Context: an optimization exercise on an open-source flow, tuned for small area, a short achievable clock period and few clock cycles per item. The choices shown serve that exercise and are no tape-out recipe. No functional check of the RTL was part of this run.

[design/flow/constraint.sdc]
create_clock -name core_clock -period 25.0 [get_ports {clk}]
set_input_delay 5.0000 -clock core_clock [delete_from_list [all_inputs] [get_ports {clk}]]
set_output_delay 5.0000 -clock core_clock [all_outputs]
set_load 0.01 [all_outputs]
[design/flow/flow/run.sh]
#!/bin/bash
# Standard layout, with port buffers of type buf_4 instead of the default choice.
set -euo pipefail
bash standard.sh "BUFFER_PORTS_ARGS=-buffer_cell sky130_fd_sc_hd__buf_4" finish > standard_flow.log 2>&1
[design/flow/design.v]
module rs72_gf_mul (
    input  wire [7:0] a,
    input  wire [7:0] b,
    output wire [7:0] p
);
    reg [7:0] acc;
    reg [7:0] sh;
    integer i;
    always @* begin
        acc = 8'h00;
        sh  = a;
        for (i = 0; i < 8; i = i + 1) begin
            acc = acc ^ (sh & {8{b[i]}});
            sh  = {sh[6:0], 1'b0} ^ (sh[7] ? 8'h1D : 8'h00);
        end
    end
    assign p = acc;
endmodule
module rs72_gf_inv (
    input  wire [7:0] x,
    output wire [7:0] y
);
    function [3:0] m16(input [3:0] a, input [3:0] b);
        reg [6:0] r;
        begin
            r = ({7{b[0]}} & {3'b0, a}) ^ ({7{b[1]}} & {2'b0, a, 1'b0}) ^
                ({7{b[2]}} & {1'b0, a, 2'b0}) ^ ({7{b[3]}} & {a, 3'b0});
            m16 = r[3:0] ^ {2'b00, r[4], r[4]} ^ {1'b0, r[5], r[5], 1'b0} ^ {r[6], r[6], 2'b00};
        end
    endfunction
    function [3:0] i16(input [3:0] a);
        case (a)
            4'h0: i16 = 4'h0; 4'h1: i16 = 4'h1; 4'h2: i16 = 4'h9; 4'h3: i16 = 4'hE;
            4'h4: i16 = 4'hD; 4'h5: i16 = 4'hB; 4'h6: i16 = 4'h7; 4'h7: i16 = 4'h6;
            4'h8: i16 = 4'hF; 4'h9: i16 = 4'h2; 4'hA: i16 = 4'hC; 4'hB: i16 = 4'h5;
            4'hC: i16 = 4'hA; 4'hD: i16 = 4'h4; 4'hE: i16 = 4'h3; 4'hF: i16 = 4'h8;
        endcase
    endfunction
    wire [7:0] c = ({8{x[0]}} & 8'h01) ^ ({8{x[1]}} & 8'h23) ^ ({8{x[2]}} & 8'h43) ^
                   ({8{x[3]}} & 8'h29) ^ ({8{x[4]}} & 8'h3E) ^ ({8{x[5]}} & 8'hC4) ^
                   ({8{x[6]}} & 8'h4B) ^ ({8{x[7]}} & 8'h12);
    wire [3:0] ah = c[7:4];
    wire [3:0] al = c[3:0];
    wire [3:0] d  = m16(m16(ah, ah), 4'h8) ^ m16(ah, al) ^ m16(al, al);
    wire [3:0] di = i16(d);
    wire [3:0] rh = m16(ah, di);
    wire [3:0] rl = m16(ah ^ al, di);
    assign y = ({8{rl[0]}} & 8'h01) ^ ({8{rl[1]}} & 8'h4E) ^ ({8{rl[2]}} & 8'h99) ^
               ({8{rl[3]}} & 8'h44) ^ ({8{rh[0]}} & 8'hCE) ^ ({8{rh[1]}} & 8'h4D) ^
               ({8{rh[2]}} & 8'h4B) ^ ({8{rh[3]}} & 8'hF2);
endmodule
module rs72_decoder (
    input  wire        clk,
    input  wire        rst,
    input  wire        in_valid,
    output wire        in_ready,
    input  wire [7:0]  in_sym,
    input  wire        in_erase,
    output wire        out_valid,
    input  wire        out_ready,
    output wire        out_fail,
    output wire [2:0]  out_count,
    output wire [27:0] out_pos,
    output wire [31:0] out_mag,
    output wire [3:0]  out_loc
);
    localparam [7:0] ALPHA_71 = 8'hBC;    
    function [7:0] gmul(input [7:0] a, input [7:0] b);
        reg [7:0] acc;
        reg [7:0] sh;
        integer i;
        begin
            acc = 8'h00;
            sh  = a;
            for (i = 0; i < 8; i = i + 1) begin
                acc = acc ^ (sh & {8{b[i]}});
                sh  = {sh[6:0], 1'b0} ^ (sh[7] ? 8'h1D : 8'h00);
            end
            gmul = acc;
        end
    endfunction
    reg       in_ready_r;
    reg       v_r;
    reg [7:0] sym_r;
    reg       era_r;
    reg       rst_r;             
    always @(posedge clk) begin
        rst_r <= rst;
        sym_r <= in_sym;
        era_r <= in_erase;
        v_r   <= in_valid & in_ready_r & ~rst;
    end
    assign in_ready = in_ready_r;
    reg [7:0] xl;                
    reg [7:0] s1 [0:3];
    reg [2:0] ecnt;              
    reg [7:0] ex1 [0:3];
    wire       s1_last = (xl == 8'h01);
    wire [7:0] h0 = s1[0] ^ sym_r;
    wire [7:0] h1 = gmul(s1[1], 8'h02) ^ sym_r;
    wire [7:0] h2 = gmul(s1[2], 8'h04) ^ sym_r;
    wire [7:0] h3 = gmul(s1[3], 8'h08) ^ sym_r;
    wire [7:0] xl_step = gmul(xl, 8'h8E);
    wire       hand12 = v_r & s1_last;
    wire [2:0] e_fin = (era_r && ecnt < 3'd5) ? ecnt + 3'd1 : ecnt;
    always @(posedge clk) begin
        if (rst_r) begin
            xl   <= ALPHA_71;
            ecnt <= 3'd0;
            s1[0] <= 8'h00; s1[1] <= 8'h00; s1[2] <= 8'h00; s1[3] <= 8'h00;
        end else if (v_r) begin
            if (s1_last) begin
                xl   <= ALPHA_71;
                ecnt <= 3'd0;
                s1[0] <= 8'h00; s1[1] <= 8'h00; s1[2] <= 8'h00; s1[3] <= 8'h00;
            end else begin
                xl   <= xl_step;
                s1[0] <= h0; s1[1] <= h1; s1[2] <= h2; s1[3] <= h3;
                if (era_r) begin
                    if (ecnt < 3'd4) ex1[ecnt[1:0]] <= xl;
                    if (ecnt < 3'd5) ecnt <= ecnt + 3'd1;
                end
            end
        end
    end
    localparam [5:0] PC_PRE = 6'd7,  PC_SIG0 = 6'd8, PC_SIG1 = 6'd14,
                     PC_LAM  = 6'd17, PC_OM = 6'd25,
                     PC_DEC = 6'd32;
    reg        s2_busy;          
    reg        s2_done;          
    reg        s2_fail;
    reg        s2_clean;
    reg  [5:0] pc;
    reg  [2:0] e2;               
    reg  [2:0] nq;               
    reg  [2:0] len2;             
    reg  [7:0] t  [0:3];         
    reg  [7:0] g  [1:4];         
    reg  [7:0] exq [0:3];        
    reg  [7:0] sg [0:1];         
    reg  [1:0] m1sel;
    reg  [3:0] m2sel;
    reg  [2:0] dsel;
    reg        acc;
    reg        we;
    always @* begin
        m1sel = 2'd0; m2sel = 4'd0; dsel = 3'd0; acc = 1'b0; we = 1'b1;
        case (pc)
        6'd0:  begin m1sel = 2'd0; m2sel = 4'd2; dsel = 3'd3; acc = 1'b1; end  
        6'd1:  begin m1sel = 2'd0; m2sel = 4'd1; dsel = 3'd2; acc = 1'b1; end  
        6'd2:  begin m1sel = 2'd0; m2sel = 4'd0; dsel = 3'd1; acc = 1'b1; end  
        6'd3:  begin m1sel = 2'd0; m2sel = 4'd6; dsel = 3'd7; acc = 1'b1; end  
        6'd4:  begin m1sel = 2'd0; m2sel = 4'd5; dsel = 3'd6; acc = 1'b1; end  
        6'd5:  begin m1sel = 2'd0; m2sel = 4'd4; dsel = 3'd5; acc = 1'b1; end  
        6'd6:  begin m1sel = 2'd0; m2sel = 4'd8; dsel = 3'd4; acc = 1'b1; end  
        6'd8:  begin m1sel = 2'd1; m2sel = 4'd2; dsel = 3'd4; acc = 1'b0; end  
        6'd9:  begin m1sel = 2'd2; m2sel = 4'd1; dsel = 3'd4; acc = 1'b1; end  
        6'd10: begin m1sel = 2'd1; m2sel = 4'd3; dsel = 3'd5; acc = 1'b0; end  
        6'd11: begin m1sel = 2'd2; m2sel = 4'd2; dsel = 3'd5; acc = 1'b1; end  
        6'd12: begin m1sel = 2'd2; m2sel = 4'd3; dsel = 3'd6; acc = 1'b0; end  
        6'd13: begin m1sel = 2'd0; m2sel = 4'd2; dsel = 3'd6; acc = 1'b1; end  
        6'd14: begin m1sel = 2'd1; m2sel = 4'd3; dsel = 3'd6; acc = 1'b0; end  
        6'd15: begin m1sel = 2'd2; m2sel = 4'd2; dsel = 3'd6; acc = 1'b1; end  
        6'd17: begin m1sel = 2'd1; m2sel = 4'd7; dsel = 3'd7; acc = 1'b0; end  
        6'd18: begin m1sel = 2'd2; m2sel = 4'd6; dsel = 3'd7; acc = 1'b1; end  
        6'd19: begin m1sel = 2'd1; m2sel = 4'd6; dsel = 3'd6; acc = 1'b0; end  
        6'd20: begin m1sel = 2'd2; m2sel = 4'd5; dsel = 3'd6; acc = 1'b1; end  
        6'd21: begin m1sel = 2'd1; m2sel = 4'd5; dsel = 3'd5; acc = 1'b0; end  
        6'd22: begin m1sel = 2'd2; m2sel = 4'd4; dsel = 3'd5; acc = 1'b1; end  
        6'd23: begin m1sel = 2'd1; m2sel = 4'd4; dsel = 3'd4; acc = 1'b0; end  
        6'd24: begin m1sel = 2'd2; m2sel = 4'd8; dsel = 3'd4; acc = 1'b1; end  
        6'd25: begin m1sel = 2'd1; m2sel = 4'd3; dsel = 3'd3; acc = 1'b0; end  
        6'd26: begin m1sel = 2'd2; m2sel = 4'd2; dsel = 3'd3; acc = 1'b1; end  
        6'd27: begin m1sel = 2'd1; m2sel = 4'd2; dsel = 3'd2; acc = 1'b0; end  
        6'd28: begin m1sel = 2'd2; m2sel = 4'd1; dsel = 3'd2; acc = 1'b1; end  
        6'd29: begin m1sel = 2'd1; m2sel = 4'd1; dsel = 3'd1; acc = 1'b0; end  
        6'd30: begin m1sel = 2'd2; m2sel = 4'd0; dsel = 3'd1; acc = 1'b1; end  
        6'd31: begin m1sel = 2'd1; m2sel = 4'd0; dsel = 3'd0; acc = 1'b0; end  
        default: we = 1'b0;
        endcase
    end
    reg [7:0] m1, m2;
    always @* begin
        case (m1sel)
        2'd0: m1 = exq[0];
        2'd1: m1 = sg[0];
        default: m1 = sg[1];
        endcase
        case (m2sel)
        4'd0: m2 = t[0];
        4'd1: m2 = t[1];
        4'd2: m2 = t[2];
        4'd3: m2 = t[3];
        4'd4: m2 = g[1];
        4'd5: m2 = g[2];
        4'd6: m2 = g[3];
        4'd7: m2 = g[4];
        default: m2 = 8'h01;
        endcase
    end
    wire [7:0] prod;
    reg        q_act, q_put, q_loc;
    reg [7:0] dcur;
    always @* begin
        case (dsel)
        3'd0: dcur = t[0];
        3'd1: dcur = t[1];
        3'd2: dcur = t[2];
        3'd3: dcur = t[3];
        3'd4: dcur = g[1];
        3'd5: dcur = g[2];
        3'd6: dcur = g[3];
        default: dcur = g[4];
        endcase
    end
    wire [7:0] dnew = (acc ? dcur : 8'h00) ^ prod;
    wire tz0 = (t[0] == 8'h00);
    wire tz1 = (t[1] == 8'h00);
    wire tz2 = (t[2] == 8'h00);
    wire tz3 = (t[3] == 8'h00);
    wire sz0 = (sg[0] == 8'h00);
    wire sz1 = (sg[1] == 8'h00);
    wire gz1 = (g[1] == 8'h00);
    wire gz2 = (g[2] == 8'h00);
    wire gz3 = (g[3] == 8'h00);
    wire clean = tz0 & tz1 & tz2 & tz3;
    reg  [1:0] dec_l;
    reg        dec_ok;
    always @* begin
        dec_l  = 2'd0;
        dec_ok = 1'b1;
        case (e2)
        3'd0: begin
            if (!sz0 && gz1 && gz2) begin dec_l = 2'd1; dec_ok = !sz1; end
            else if (!gz1)          begin dec_l = 2'd2; dec_ok = !gz3; end
            else                    dec_ok = 1'b0;
        end
        3'd1: begin
            if (tz1 && tz2 && tz3)  dec_l = 2'd0;
            else if (!sz0 && gz3)   begin dec_l = 2'd1; dec_ok = !sz1; end
            else                    dec_ok = 1'b0;
        end
        3'd2: begin
            if (tz2 && tz3)         dec_l = 2'd0;
            else if (!tz2)          begin dec_l = 2'd1; dec_ok = !tz3; end
            else                    dec_ok = 1'b0;
        end
        3'd3: dec_ok = tz3;
        default: dec_l = 2'd0;
        endcase
    end
    wire hand23;
    wire s2_busy_n = hand12 | (s2_busy & ~hand23);
    wire s2_run = s2_busy & ~s2_done & ~q_put;
    wire s2_fin = s2_run & (pc == 6'd31 ||
                  (pc == PC_DEC && (clean || !dec_ok || dec_l == 2'd0)));
    always @(posedge clk) begin
        if (rst) begin
            s2_busy <= 1'b0;
            s2_done <= 1'b0;
        end else begin
            s2_busy <= s2_busy_n;
            if (hand12)      s2_done <= (e_fin > 3'd4);
            else if (hand23) s2_done <= 1'b0;
            else if (s2_fin) s2_done <= 1'b1;
        end
    end
    integer k;
    always @(posedge clk) begin
        begin
            if (hand12) begin
                s2_fail  <= (e_fin > 3'd4);
                s2_clean <= 1'b0;
                e2   <= e_fin;
                nq   <= e_fin;
                len2 <= e_fin;
                pc   <= (e_fin == 3'd0) ? PC_PRE : 6'd0;
                t[0] <= h0; t[1] <= h1; t[2] <= h2; t[3] <= h3;
                for (k = 1; k <= 4; k = k + 1) g[k] <= 8'h00;
                for (k = 0; k < 4; k = k + 1)
                    exq[k] <= (era_r && ecnt == k) ? xl : ex1[k];
            end else if (s2_run) begin
                if (we) begin
                    case (dsel)
                    3'd0: t[0] <= dnew;
                    3'd1: t[1] <= dnew;
                    3'd2: t[2] <= dnew;
                    3'd3: t[3] <= dnew;
                    3'd4: g[1] <= dnew;
                    3'd5: g[2] <= dnew;
                    3'd6: g[3] <= dnew;
                    default: g[4] <= dnew;
                    endcase
                end
                case (pc)
                6'd6: begin
                    exq[0] <= exq[1]; exq[1] <= exq[2]; exq[2] <= exq[3];
                    nq <= nq - 3'd1;
                    pc <= (nq == 3'd1) ? PC_PRE : 6'd0;
                end
                PC_PRE: begin
                    case (e2)
                    3'd0: begin sg[0] <= t[0]; sg[1] <= t[1]; exq[0] <= t[2]; end
                    3'd1: begin sg[0] <= t[1]; sg[1] <= t[2]; end
                    default: begin sg[0] <= t[2]; sg[1] <= t[3]; end
                    endcase
                    pc <= (e2 == 3'd0) ? PC_SIG0 : (e2 == 3'd1) ? PC_SIG1 : PC_DEC;
                end
                6'd13, 6'd15: pc <= PC_DEC;
                PC_DEC: begin
                    len2 <= e2 + {1'b0, dec_l};
                    if (e2 <= 3'd1) begin g[3] <= 8'h00; g[4] <= 8'h00; end
                    if (e2 == 3'd0) begin
                        if (dec_l == 2'd2) begin
                            g[1] <= g[2]; g[2] <= g[3];
                            sg[0] <= g[1]; sg[1] <= g[2];
                        end else begin
                            g[1] <= 8'h00; g[2] <= 8'h00;
                        end
                    end else if (dec_l == 2'd0) begin
                        sg[0] <= 8'h01; sg[1] <= 8'h00;
                    end
                    if (clean || !dec_ok || dec_l == 2'd0) begin
                        s2_clean <= clean;
                        s2_fail  <= !clean && !dec_ok;
                    end
                    pc <= (dec_l == 2'd2) ? PC_OM : PC_LAM;
                end
                6'd31: ;
                default: pc <= pc + 6'd1;
                endcase
            end
        end
    end
    reg        c_act;
    reg  [6:0] idx;
    reg  [2:0] rcnt;
    reg  [2:0] len3;
    reg  [7:0] c_s0;             
    reg  [7:0] c_s1;             
    reg        c_e0;             
    reg  [7:0] c_l [1:4];        
    reg  [7:0] c_w [0:3];        
    reg        o_valid;
    reg        o_fail;
    reg  [2:0] o_count;
    reg  [6:0] o_pos [0:3];
    reg  [7:0] o_mag [0:3];
    reg  [3:0] o_loc;
    wire s3_free = ~c_act & ~p_act & ~q_act & ~o_valid;
    assign hand23 = s2_done & s3_free;
    wire [7:0] lam_val = c_s0 ^ c_l[1] ^ c_l[2] ^ c_l[3] ^ c_l[4];
    wire [7:0] sig_val = c_s0 ^ c_s1;
    wire [7:0] om_val  = c_w[0] ^ c_w[1] ^ c_w[2] ^ c_w[3];
    wire       is_root = (lam_val == 8'h00);
    wire [2:0] rcnt_n = rcnt + {2'b00, is_root};
    wire       c_last = (idx == 7'd2);
    reg        p_act, p_put, p_loc;
    reg  [7:0] p_den, p_om;
    reg  [7:0] q_inv, q_om;
    wire [7:0] den_inv;
    rs72_gf_inv u_inv (.x(p_den), .y(den_inv));
    always @(posedge clk) begin
        p_put <= is_root & (om_val != 8'h00);
        p_loc <= c_e0 | (sig_val == 8'h00);
        p_den <= c_l[1] ^ c_l[3];
        p_om  <= om_val;
        q_put <= p_act & p_put;
        q_loc <= p_loc;
        q_inv <= den_inv;
        q_om  <= p_om;
    end
    rs72_gf_mul u_mul (.a(q_put ? q_om : m1), .b(q_put ? q_inv : m2), .p(prod));
    wire [7:0] yval = prod;
    wire       c_end = q_act & ~p_act;
    wire       c_bad = (rcnt != len3);
    wire       s3_run = c_act | p_act | q_act;
    always @(posedge clk) begin
        if (rst) begin
            c_act   <= 1'b0;
            p_act   <= 1'b0;
            q_act   <= 1'b0;
            o_valid <= 1'b0;
        end else begin
            p_act <= c_act;
            q_act <= p_act;
            if (hand23) begin
                c_act   <= ~(s2_clean | s2_fail);
                o_valid <= s2_clean | s2_fail;
            end else begin
                if (c_act && c_last) c_act <= 1'b0;
                if (c_end) o_valid <= 1'b1;
                else if (out_ready) o_valid <= 1'b0;
            end
        end
    end
    always @(posedge clk) begin
        if (hand23) begin
            o_fail  <= s2_fail;
            o_count <= 3'd0;
            o_loc   <= 4'd0;
            for (k = 0; k < 4; k = k + 1) begin
                o_pos[k] <= 7'd0;
                o_mag[k] <= 8'h00;
            end
            idx   <= 7'd73;
            rcnt  <= 3'd0;
            len3  <= len2;
            c_s0  <= sg[0];
            c_s1  <= sg[1];
            c_e0  <= (e2 == 3'd0);
            for (k = 1; k <= 4; k = k + 1) c_l[k] <= g[k];
            for (k = 0; k < 4; k = k + 1) c_w[k] <= (k < len2) ? t[k] : 8'h00;
        end else begin
            c_s1   <= gmul(c_s1,   8'h8E);
            c_l[1] <= gmul(c_l[1], 8'h8E);
            c_l[2] <= gmul(c_l[2], 8'h47);
            c_l[3] <= gmul(c_l[3], 8'hAD);
            c_l[4] <= gmul(c_l[4], 8'hD8);
            c_w[1] <= gmul(c_w[1], 8'h8E);
            c_w[2] <= gmul(c_w[2], 8'h47);
            c_w[3] <= gmul(c_w[3], 8'hAD);
            idx    <= idx - 7'd1;
            if (c_act) rcnt <= rcnt_n;
            if (c_end) o_fail <= c_bad;
            if (c_end && c_bad) begin
                o_count <= 3'd0;
                o_loc   <= 4'd0;
                for (k = 0; k < 4; k = k + 1) begin
                    o_pos[k] <= 7'd0;
                    o_mag[k] <= 8'h00;
                end
            end else if (q_put) begin
                o_count  <= o_count + 3'd1;
                o_loc    <= {o_loc[2:0], q_loc};
                o_pos[0] <= idx;
                o_mag[0] <= yval;
                for (k = 1; k < 4; k = k + 1) begin
                    o_pos[k] <= o_pos[k-1];
                    o_mag[k] <= o_mag[k-1];
                end
            end
        end
    end
    wire [7:0] xl_n = rst_r ? ALPHA_71 : (v_r ? (s1_last ? ALPHA_71 : xl_step) : xl);
    wire       near_end_n = (xl_n == 8'h02) | (xl_n == 8'h01);
    always @(posedge clk)
        in_ready_r <= rst_r | ~s2_busy_n | ~near_end_n;
    assign out_valid = o_valid;
    assign out_fail  = o_fail;
    assign out_count = o_count;
    assign out_pos   = {o_pos[3], o_pos[2], o_pos[1], o_pos[0]};
    assign out_mag   = {o_mag[3], o_mag[2], o_mag[1], o_mag[0]};
    assign out_loc   = o_loc;
endmodule
[design/flow/config.mk]
export PLATFORM = sky130hd
export DESIGN_NAME = rs72_decoder
export DESIGN_NICKNAME = rs72_decoder
export VERILOG_FILES = /design/flow/design.v
export SDC_FILE = /design/flow/constraint.sdc
export NUM_CORES = 4
export LEC_CHECK = 0
export CAP_MARGIN = 20
export CORE_MARGIN = 2
export CORE_UTILIZATION = 40
export SLEW_MARGIN = 20
[design/flow/standard.sh]
#!/bin/bash
# synth_recipe.tcl (not shown) runs the flow's synth.tcl, then flattens the netlist and writes it again
# the make line also repeats each setting of config.mk as NAME=value (left out here)
make -C /OpenROAD-flow-scripts/flow DESIGN_CONFIG=/design/flow/config.mk WORK_HOME=/design/flow/orfs CLKGATE_MAP_FILE= SYNTH_SCRIPT=/design/flow/synth_recipe.tcl "${@:-finish}"
==> metrics.yaml <==
outcome:
  run_status: "timing/DRC/antenna clean"
synth:
  synthTopCellsByArea: "dfxtp_1, edfxtp_1, xnor2_1"
  yosysSeqAreaShare: 0.435
  synth_top_area_share: 0.238
  syn-num-nets: 2492
  ys_types: 86
  synth-seq-cells: 420
  synthArstFlopShare: 0
  synth_top_cell_by_area: "dfxtp_1"
  synth_edf_count: 149
  synth_top_family_by_area: "simple AND/OR/NAND/NOR gates"
  synth_area_um2: 22800
  syn_area_per_cell_um2: 9.31
  synth_fa_ha_area_frac: 0.0195
  yosys.area_share.simple: 0.160
  synth_compound_area_frac: 0.139
  yosys_warnings: 12
  synthCells: 2445
  synth_xor_area_frac: 0.144
  synth.area.mux_share: 0.0662
  synth_flop_cell: "dfxtp_1"
layout:
  fin_nets: 2495
  area_growth_pct: 11.6
  layout-drive-gt1-share: 0.0983
sta:
  hold_viol: 0
  period_needed_ns: 6.15
  timing.fmax_mhz: 163
  worst_pin_slew_ns: 1.14
  relSlewSlack: 0.238
  fin_ws_ns: 18.85
  rsz0062_at_grt: "no"
  fin_worst_hold_slack_ns: 0.326
  timing.final.crit_share: 0.246
  fin_skew_ns: 0.0222
  setup_viol: 0
  final_max_slew_viol_count: 0
  tns_ns: 0
setup_path:
  cp.arrival_ns: 1.15
  r2r_cells: 18
  rrSetupSlack_ns: 18.87
  crit_family: "flip-flops"
  crit_path_top_delay_cell: "dfxtp_1"
  worstPathRequired_ns: 20.00
  crit_buf_inv: 1
  cp-end-kind: "output pin"
  r2r-end: "q_inv[6]"
  critPathLaunchType: "flop"
  crit_chain: "buf_4"
  crit_path_max_incr_delay_ns: 0.40
  cp_max_fo: 3
  r2r-start: "p_den[4]"
  crit_type: "reg -> out"
placement:
  io_buffer_count: 82
  gp_congestion: 1.01
  pre_cts_slack_ns: 18.86
  dp.final_hpwl_mm: 49.8
routing:
  firstDrtPassIters: 5
  vias_per_cell: 5.71
  drcViolationCount: 0
  met1_length_mm: 29.5
  postRouteAntennaNets: 0
  drtIter0Drc: 1748
  dr_wl_met2_mm: 30.8
  detail_route.wl_per_cell_um: 21.5
  route.top_layer_used: "met5"
  postRouteWirelength_mm: 69.7
  vias: 18500
  wl_met3_mm: 5.78
worst_hold_path:
  whs_endpoint: "q_om[6]"
  hold_class: "reg -> reg"
  min_from: "p_om[6]"
  holdPathStages: 0
floorplanning:
  io_pins: 83
  die_h_um: 243
  die-area_um2: 58800
  rows: 87
  fp.dieW_um: 243
  coreArea_um2: 56300
  initial_core_util: 0.404
clocking:
  cts_root_buffer: "clkbuf_16"
  post_cts_buffers: 0
  htree_levels: 2
  cts_repair_resize_count: 0
  cts.clk_slew.worst_paths_ns: 0.07
  insertion_delay_ns: 0.59
  hold_buffers: 0
  cts_tree: "done"
  cts_buffer_depth: 3
  numCtsBuffers: 45
  cts.sinks: 420
global_route:
  grt_overflow: 0
  grtUsageTotal: 0.232
  grt_max_degree: 94
  grt_pass1_vias: 17800
  grt_antenna_before_repair: 2
  grt_pass1_wl_mm: 107
job:
  drv_cap: 0
==> cell usage in the layout (no fill, tap or decap), types with 9 or more instances in the layout <==
cell type and n:
nor2_1 286, nand2_1 276, dfxtp_1 270, xnor2_1 200
edfxtp_1 149, o21ai_0 142, mux2i_1 129, a21oi_1 113
buf_4 111, xor2_1 92, nand3_1 69, clkbuf_16 47
inv_1 38, ha_1 33, a22oi_1 31, nor3_1 27
a31oi_1 27, a211oi_1 25, nor2b_1 23, and2_1 22
nor4_1 21, o22ai_1 21, o211ai_1 19, xnor3_1 18
and3_1 17, o2111ai_1 15, or3_1 15, mux2_2 15
a22o_1 14, o21ai_1 12, nand2b_1 12, o221ai_1 10
a311oi_1 10, clkbuf_1 10, nand4_1 9
==> registers in the layout, summed over array words and instances (netlist names), 4 cells and up <==
signal / flops
c_w: 32
q_om: 8
t: 32
c_s1: 8
p_den: 8
p_om: 8
idx: 7
pc: 6
o_loc: 4
q_inv: 8
sym_r: 8
o_mag: 32
c_l: 32
sg: 16
exq: 32
ex1: 32
c_s0: 8
o_pos: 28
g: 32
xl: 8
s1: 32
==> logic make-up after synthesis <==
| logic type | after synthesis |
|---|---|
| buf+inv | 200 |
| simple gates | 820 |
| fa+ha+maj | 35 |
| mux | 146 |
| xor+xnor | 327 |
| compound gates | 497 |
| flops | 420 |
==> Yosys cell counts (all sizes together), types with 17 or more instances <==
cell,n
a211oi,28
nor2b,23
clkbuf,116
o22ai,21
buf,40
ha,33
o211ai,19
dfxtp,271
edfxtp,149
a22oi,31
xnor2,208
a31oi,27
a21oi,115
nor3,28
xnor3,19
and2,26
xor2,95
inv,44
and3,17
mux2i,129
nand2,280
nor4,21
nand3,69
nor2,287
o21ai,155
==> cell type report <==
type / count / area, um^2
Antenna cell: 1 / 2.50
Clock buffer: 64 / 1310
Clock inverter: 17 / 141
Fill cell: 5378 / 30900
Inverter: 44 / 165
Multi-Input combinational cell: 1825 / 12100
Sequential cell: 420 / 9900
Tap cell: 756 / 946
Timing Repair Buffer: 112 / 841
==> metrics by stage <==
stage | instance area [um^2] | cells | utilization
after floorplan | 22800 | 2445 | -
after global placement | 23900 | 3155 | 0.425
after detailed placement | 23900 | 3156 | 0.425
after CTS | 25400 | 3237 | 0.451
after global routing | 25400 | 3238 | 0.451
final | 25400 | 3239 | 0.451
==> how the worst max path moves through the flow <==
stage | start | end | slack (ns) | cells past startpoint
after floorplan | o_fail | out_fail | 19.61 | 0
after global placement | p_den[4] | q_inv[6] | 18.99 | 18
after detailed placement | p_den[4] | q_inv[6] | 18.86 | 18
after CTS | o_mag[0][7] | out_mag[7] | 18.80 | 1
after global routing | p_den[4] | q_inv[6] | 18.38 | 18
final | o_mag[0][7] | out_mag[7] | 18.85 | 1
==> metal layers <==
metal  vias up  track usage
li1       8612            -
met5         -            0
met1      8854        0.307
met2       815        0.363
met3       216       0.0485
met4         2        0.111

-- afterwards: timing with drivers on the ports --
How much do the figures lean on ideal ports? The routed layout below was timed once more, with nothing changed but the port constraints. Step 1 (the two cells are an assumption about what drives the block):
set clk [get_ports {clk}]
set_driving_cell -lib_cell sky130_fd_sc_hd__clkbuf_16 $clk
set_driving_cell -lib_cell sky130_fd_sc_hd__buf_2 [delete_from_list [all_inputs] $clk]
Step 2 times the ports against the registers' clock, not the clock port: input delays grow and output delays shrink by t, the midpoint of the rising clock arrivals with the driver on. Slacks: ideal / step 1 / step 2; pairs: ideal / step 1.
t, ns: 0.639
slack for setup (ns): 18.850 / 18.791 / 18.875
hold WS [ns]: 0.326 / 0.326 / 0.326
After both steps setup and hold are still met in this run. For this run, drivers alone change the setup slack by -0.059 ns; drivers and shift together by +0.025 ns.
